This design comes from an exercise in tuning for small area and a short achievable clock period on the open sky130 flow, not from production work.
Where RTL was checked, it was by simulation tests only, not by an equivalence proof against the original.
No activity file was given, so power comes from the tool's default toggle rates.

==> flow/design.v (excerpt) <==
module ss8pack (
    input  wire         clk,
    input  wire         rst,             
    input  wire         in_valid,
    input  wire [1:0]   in_mode,         
    input  wire         in_ftz,          
    input  wire [255:0] in_x,            
    input  wire [127:0] in_draw,         
    output reg          out_valid,
    output reg  [135:0] out_block,       
    output reg  [4:0]   out_flags
);
clock: 40.0 ns
lec_check: 0
cap_margin: 20
core_margin: 2
core_utilization: 55
slew_margin: 20
standard.sh (not shown) runs the stock make flow with config.mk's settings and CLKGATE_MAP_FILE= SYNTH_SCRIPT=/design/flow/synth_recipe.tcl, a recipe that flattens the netlist after the stock synthesis.
==> flow/flow/run.sh <==
#!/bin/bash
# Layout flow: the standard flow (standard.sh) with two changes:
#  - the synthesis step is run by flow/my_synth.tcl instead of
#    synth_recipe.tcl (different ABC mapping of the combinational logic);
#  - the port buffers placed by ORFS's buffer_ports are buf_1 cells (ORFS
#    otherwise picks clkdlybuf4s50_1 delay cells here).
# Each ORFS step keeps its own log under orfs/logs/; make's output goes to
# flow_make.log.
set -euo pipefail
W=$(pwd)
sed -e "s#SYNTH_SCRIPT=[^ ]*#SYNTH_SCRIPT=$W/flow/my_synth.tcl#" \
    -e 's#"${@:-finish}"#BUFFER_PORTS_ARGS="-buffer_cell sky130_fd_sc_hd__buf_1" "${@:-finish}"#' \
    standard.sh > my_standard.sh
grep -q "SYNTH_SCRIPT=$W/flow/my_synth.tcl" my_standard.sh
grep -q "BUFFER_PORTS_ARGS" my_standard.sh
bash my_standard.sh > flow_make.log 2>&1
==> flow/flow/abc.script <==
strash
&get -n
&fraig -x
&put
scorr
dc2
dretime
strash
dc2
&get -n
&syn2
&dc2
&syn2
&dc2
&dch -f
&nf
&put
buffer
upsize
dnsize
stime -p
==> flow/flow/my_synth.tcl <==
# The standard synthesis script (synth_recipe.tcl) with two changes to the
# technology mapping of the combinational logic only:
#  - ABC runs flow/abc.script (Yosys's default liberty script with extra
#    AIG rewriting before mapping) instead of ORFS's abc_*.script;
#  - no full/half adder extraction (ADDER_MAP_FILE unset), so ABC sees all
#    of the logic.
# Registers, flattening and renaming are exactly as in synth_recipe.tcl.
proc synth {args} { yosys synth -nofsm -noshare {*}$args }
set ::my_abc_file [file join [file dirname [file normalize [info script]]] abc.script]
proc abc {args} {
  set out {}
  set skip 0
  foreach a $args {
    if {$skip} { set skip 0; continue }
    if {$a eq "-script"} { set skip 1; continue }
    lappend out $a
  }
  set out [linsert $out 0 -script $::my_abc_file]
  puts "abc: $out"
  yosys abc {*}$out
}
if {[info exists ::env(ADDER_MAP_FILE)]} { unset ::env(ADDER_MAP_FILE) }
source $::env(SCRIPTS_DIR)/synth.tcl
# left out here: clear keep_hierarchy, flatten, clean up, hide names made inside functions, write 1_2_yosys.v
The baseline ran to the end with no violations.
Then changed:
==> flow/flow/my_synth.tcl (replaced) <==
# The standard synthesis script (synth_recipe.tcl) with two changes to the
# technology mapping of the combinational logic only:
#  - ABC runs Yosys's default liberty script instead of ORFS's abc_*.script;
#  - no full/half adder extraction (ADDER_MAP_FILE unset), so ABC sees all
#    of the logic.
# Registers, flattening and renaming are exactly as in synth_recipe.tcl.
proc synth {args} { yosys synth -nofsm -noshare {*}$args }
proc abc {args} {
  set out {}
  set skip 0
  foreach a $args {
    if {$skip} { set skip 0; continue }
    if {$a eq "-script"} { set skip 1; continue }
    lappend out $a
  }
  puts "abc (default script): $out"
  yosys abc {*}$out
}
if {[info exists ::env(ADDER_MAP_FILE)]} { unset ::env(ADDER_MAP_FILE) }
source $::env(SCRIPTS_DIR)/synth.tcl
# left out here: clear keep_hierarchy, flatten, clean up, hide names made inside functions, write 1_2_yosys.v
removed: flow/flow/abc.script
After rerunning: The new run completed without violations; via count fell by 4.5%; final cell count shrinks by 0.63%; clock-buffer cell count goes down by 6; power climbs by 9.0%; final area went up by 0.81%; synthesized area went up by 0.87%.
Then changed:
==> flow/flow/abc.script (new file) <==
strash
&get -n
&fraig -x
&put
scorr
dc2
dretime
strash
dc2
&get -n
&syn2
&dc2
&syn2
&dc2
&dch -f
&nf
&put
buffer
upsize
dnsize
stime -p
--- a/flow/flow/my_synth.tcl
+++ b/flow/flow/my_synth.tcl
@@ -1,9 +1,11 @@
 # The standard synthesis script (synth_recipe.tcl) with two changes to the
 # technology mapping of the combinational logic only:
-#  - ABC runs Yosys's default liberty script instead of ORFS's abc_*.script;
+#  - ABC runs flow/abc.script (Yosys's default liberty script with extra
+#    AIG rewriting before mapping) instead of ORFS's abc_*.script;
 #  - no full/half adder extraction (ADDER_MAP_FILE unset), so ABC sees all
 #    of the logic.
 # Registers, flattening and renaming are exactly as in synth_recipe.tcl.
 proc synth {args} { yosys synth -nofsm -noshare {*}$args }
+set ::my_abc_file [file join [file dirname [file normalize [info script]]] abc.script]
 proc abc {args} {
   set out {}
@@ -14,5 +16,6 @@
     lappend out $a
   }
-  puts "abc (default script): $out"
+  set out [linsert $out 0 -script $::my_abc_file]
+  puts "abc: $out"
   yosys abc {*}$out
 }
- CTS_CLUSTER_DIAMETER: unset -> 60
- CTS_CLUSTER_SIZE: unset -> 30
What happened: The new run finished with timing, DRC and antenna clean; count of clock-buffer cells in the layout came out lower by 53; setup slack got worse by 36 ps; utilization came out lower by 0.68 points; via count came out higher by 3.5%.
Then changed:
==> flow/flow/my_synth.tcl (replaced) <==
# The standard synthesis script (synth_recipe.tcl) with two changes to the
# technology mapping of the combinational logic only:
#  - ABC runs Yosys's default liberty script instead of ORFS's abc_*.script;
#  - no full/half adder extraction (ADDER_MAP_FILE unset), so ABC sees all
#    of the logic.
# Registers, flattening and renaming are exactly as in synth_recipe.tcl.
proc synth {args} { yosys synth -nofsm -noshare {*}$args }
proc abc {args} {
  set out {}
  set skip 0
  foreach a $args {
    if {$skip} { set skip 0; continue }
    if {$a eq "-script"} { set skip 1; continue }
    lappend out $a
  }
  puts "abc (default script): $out"
  yosys abc {*}$out
}
if {[info exists ::env(ADDER_MAP_FILE)]} { unset ::env(ADDER_MAP_FILE) }
source $::env(SCRIPTS_DIR)/synth.tcl
# left out here: clear keep_hierarchy, flatten, clean up, hide names made inside functions, write 1_2_yosys.v
- CTS_BUF_LIST: unset -> sky130_fd_sc_hd__clkbuf_8
- CTS_CLUSTER_DIAMETER: 60 -> unset
- CTS_CLUSTER_SIZE: 30 -> unset
removed: flow/flow/abc.script
What happened: The new run went through all stages and came out clean; global-route usage falls by 1.6 points; fmax falls slightly; register-to-register slack is better by 350 ps; synthesized area rises slightly; sequential power barely changes; total power rises by roughly a tenth.

The RTL this note starts from:
==> flow/design.v <==
module ss8pack (
    input  wire         clk,
    input  wire         rst,             
    input  wire         in_valid,
    input  wire [1:0]   in_mode,         
    input  wire         in_ftz,          
    input  wire [255:0] in_x,            
    input  wire [127:0] in_draw,         
    output reg          out_valid,
    output reg  [135:0] out_block,       
    output reg  [4:0]   out_flags
);
    reg         r_valid;
    reg [1:0]   r_mode;
    reg         r_ftz;
    reg [255:0] r_x;
    reg [127:0] r_draw;
    always @(posedge clk) begin
        if (rst) r_valid <= 1'b0;
        else     r_valid <= in_valid;
        r_mode <= in_mode;
        r_ftz  <= in_ftz;
        r_x    <= in_x;
        r_draw <= in_draw;
    end
    function gt9(input [8:0] a, input [8:0] b);
        reg [8:0] g, e;
        reg g2, e2, g1, e1, g0;
        begin
            g  = a & ~b;
            e  = ~(a ^ b);
            g2 = g[8] | (e[8] & g[7]) | (e[8] & e[7] & g[6]);
            e2 = e[8] & e[7] & e[6];
            g1 = g[5] | (e[5] & g[4]) | (e[5] & e[4] & g[3]);
            e1 = e[5] & e[4] & e[3];
            g0 = g[2] | (e[2] & g[1]) | (e[2] & e[1] & g[0]);
            gt9 = g2 | (e2 & g1) | (e2 & e1 & g0);
        end
    endfunction
    function [8:0] max4(input [8:0] a, input [8:0] b, input [8:0] c, input [8:0] d);
        reg ab, ac, ad, bc, bd, cd, sa, sb, sc, sd;
        begin
            ab = gt9(a, b); ac = gt9(a, c); ad = gt9(a, d);
            bc = gt9(b, c); bd = gt9(b, d); cd = gt9(c, d);
            sa = ab & ac & ad;
            sb = !ab & bc & bd;
            sc = !ac & !bc & cd;
            sd = !sa & !sb & !sc;
            max4 = ({9{sa}} & a) | ({9{sb}} & b) | ({9{sc}} & c) | ({9{sd}} & d);
        end
    endfunction
    genvar i;
    wire [15:0] sgn, is_inf, is_nan, is_snan, is_zero, nz_fin, flushed, cand;
    wire [143:0] key;
    wire        md0 = !r_mode[0] && !r_mode[1];
    generate
        for (i = 0; i < 16; i = i + 1) begin : dec
            wire [15:0] b   = r_x[16*i +: 16];
            wire [7:0]  ex  = b[14:7];
            wire        exz = (ex == 8'd0);
            wire        exf = (ex == 8'hFF);
            wire        fnz = (b[6:0] != 7'd0);
            assign sgn[i]     = b[15];
            assign flushed[i] = r_ftz && exz && fnz;
            assign is_zero[i] = exz && (!fnz || r_ftz);
            assign is_inf[i]  = exf && !fnz;
            assign is_nan[i]  = exf && fnz;
            assign is_snan[i] = exf && fnz && !b[6];
            assign nz_fin[i]  = !is_zero[i] && !exf;
            assign cand[i]    = !exz && (b[6:0] == 7'h7F) &&
                                (md0 || (r_mode[1] && r_draw[8*i+7]));
            assign key[9*i +: 9] = {ex, cand[i]};
        end
    endgenerate
    wire [35:0] kq;
    generate
        for (i = 0; i < 4; i = i + 1) begin : mq
            assign kq[9*i +: 9] = max4(key[36*i +: 9], key[36*i+9 +: 9],
                                       key[36*i+18 +: 9], key[36*i+27 +: 9]);
        end
    endgenerate
    wire [8:0] kmax = max4(kq[8:0], kq[17:9], kq[26:18], kq[35:27]);
    wire [7:0] e0   = kmax[8:1];
    wire any_big    = kmax[0];
    wire e254      = (e0 == 8'd254);
    wire raise     = any_big && !e254;
    wire clamp     = any_big && e254;
    wire nonfinite = |(is_inf | is_nan);
    wire [7:0] eo  = e0 + {7'd0, raise};           
    wire [7:0]  sig  [0:15];
    wire [15:0] inx, unf;
    generate
        for (i = 0; i < 16; i = i + 1) begin : rnd
            wire [15:0] b    = r_x[16*i +: 16];
            wire [7:0]  ex   = b[14:7];
            wire        hid  = (ex != 8'd0);
            wire [7:0]  m    = {hid, flushed[i] ? 7'd0 : b[6:0]};
            wire [7:0]  effx = {ex[7:1], ex[0] | !hid};
            wire [7:0]  nx   = 8'd1 - effx;
            wire [7:0]  t    = e0 + nx + {7'd0, raise};
            wire        far  = (t[7:4] != 4'd0);
            wire [15:0] w    = {m, 8'd0} >> t[3:0];
            wire [7:0]  ip   = far ? 8'd0 : w[15:8];
            wire [7:0]  d    = far ? 8'd0 : w[7:0];
            wire [8:0]  lm;
            genvar k;
            for (k = 0; k < 9; k = k + 1) begin : th
                assign lm[k] = far || (t[3:0] > k);
            end
            wire        stk  = |(m[6:0] & lm[7:1]);      
            wire [7:0]  r    = r_draw[8*i +: 8];
            wire [8:0]  dr   = {1'b0, d} + {1'b0, r};
            wire        up2  = dr[8];
            wire        up0  = d[7] && (stk || ip[0]);
            wire        upf  = (r_mode[1] ? up2 : (!r_mode[0] && up0)) &&
                               !(clamp && cand[i] && ex == 8'd254);
            wire        spec = !is_inf[i] && !is_zero[i];
            wire [7:0]  ipn  = nonfinite ? {1'b0, {7{!is_zero[i]}}} : ip;
            wire        upn  = nonfinite ? spec : upf;
            wire        sgnn = nonfinite ? (spec || sgn[i]) : sgn[i];
            wire [7:0]  x    = ipn ^ {8{sgnn}};
            wire [7:0]  p;
            assign p[0] = upn ^ sgnn;
            for (k = 1; k < 8; k = k + 1) begin : inc
                assign p[k] = p[k-1] && x[k-1];
            end
            assign sig[i] = x ^ p;
            assign inx[i] = |(m & lm[7:0]);
            assign unf[i] = nz_fin[i] && (ip == 8'd0) && !upf;
        end
    endgenerate
    wire [135:0] blk;
    wire [4:0]   flg;
    assign blk[7:0] = nonfinite ? 8'hFF : eo;
    generate
        for (i = 0; i < 16; i = i + 1) begin : asm
            assign blk[8*(i+1) +: 8] = sig[i];
        end
    endgenerate
    assign flg[0] = nonfinite && |(is_snan | nz_fin);
    assign flg[1] = !nonfinite && clamp;
    assign flg[2] = !nonfinite && |unf;
    assign flg[3] = !nonfinite && |inx;
    assign flg[4] = |flushed;
    always @(posedge clk) begin
        if (rst) out_valid <= 1'b0;
        else     out_valid <= r_valid;
        out_block <= blk;
        out_flags <= flg;
    end
endmodule
clock: 40.0 ns
lec_check: 0
cap_margin: 20
core_margin: 2
core_utilization: 55
slew_margin: 20
==> flow/flow/run.sh <==
#!/bin/bash
# Layout flow: the standard flow (standard.sh), with the synthesis step
# run by flow/my_synth.tcl instead of synth_recipe.tcl. Each ORFS step keeps
# its own log under orfs/logs/; make's output goes to flow_make.log.
set -euo pipefail
W=$(pwd)
sed "s#SYNTH_SCRIPT=[^ ]*#SYNTH_SCRIPT=$W/flow/my_synth.tcl#" standard.sh > my_standard.sh
grep -q "SYNTH_SCRIPT=$W/flow/my_synth.tcl" my_standard.sh
bash my_standard.sh > flow_make.log 2>&1
==> flow/flow/my_synth.tcl <==
# The standard synthesis script (synth_recipe.tcl) with two changes to the
# technology mapping of the combinational logic only:
#  - ABC runs Yosys's default liberty script instead of ORFS's abc_*.script;
#  - no full/half adder extraction (ADDER_MAP_FILE unset), so ABC sees all
#    of the logic.
# Registers, flattening and renaming are exactly as in synth_recipe.tcl.
proc synth {args} { yosys synth -nofsm -noshare {*}$args }
proc abc {args} {
  set out {}
  set skip 0
  foreach a $args {
    if {$skip} { set skip 0; continue }
    if {$a eq "-script"} { set skip 1; continue }
    lappend out $a
  }
  puts "abc (default script): $out"
  yosys abc {*}$out
}
if {[info exists ::env(ADDER_MAP_FILE)]} { unset ::env(ADDER_MAP_FILE) }
source $::env(SCRIPTS_DIR)/synth.tcl
# left out here: clear keep_hierarchy, flatten, clean up, hide names made inside functions, write 1_2_yosys.v
Rerun with:
Settings changed: CAP_MARGIN 20 to 70, SLEW_MARGIN 20 to 70.
Outcome:
- hold slack hardly moves
- utilization climbs by 5.2 points
- fmax climbs by 8.8%
- clock-buffer cell count drops by 4
- wire length climbs by 2.6%
- combinational power climbs by 10%
- power climbs by about 8%
- final cell count climbs by 2.1%
- area after synthesis is unchanged
Function was not checked in any run of this note: the RTL went through the layout flow alone.

-- afterwards: timing with drivers on the ports --
The results above use ideal ports. As a check the final layouts listed here were re-extracted and re-timed, cells and wires unchanged.
Step 1: set_driving_cell puts a clkbuf_16 on clk and a buf_2 on each other input, an assumption about the parent block.
Step 2, shift: input delay + t, output delay - t, t = (earliest + latest rising clock arrival at the registers) / 2. This alone moves slack from input paths to output paths.
a / b / c = no drivers / after step 1 / after step 2; a / b = the first two.
run | t, ns | slack for setup (ns) | worst setup path after step 2 | worst data-port slew with drivers (ns) | cell pins on the clock port's net
the first run of note 1 | 0.726 | 30.830 / 30.760 / 31.414 | register to register | 0.10 | 1
the second run of note 1 | 0.730 | 30.847 / 30.774 / 31.505 | register to output | 0.10 | 1
the third run of note 1 | 0.730 | 30.811 / 30.742 / 31.346 | register to register | 0.11 | 1
the fourth run of note 1 | 0.905 | 30.675 / 30.603 / 31.507 | register to output | 0.10 | 1
the first run of note 2 | 0.723 | 26.773 / 26.773 / 26.773 | register to register | 0.07 | 1
the second run of note 2 | 0.717 | 27.847 / 27.847 / 27.847 | register to register | 0.07 | 1
After both steps every run listed still meets setup and hold.
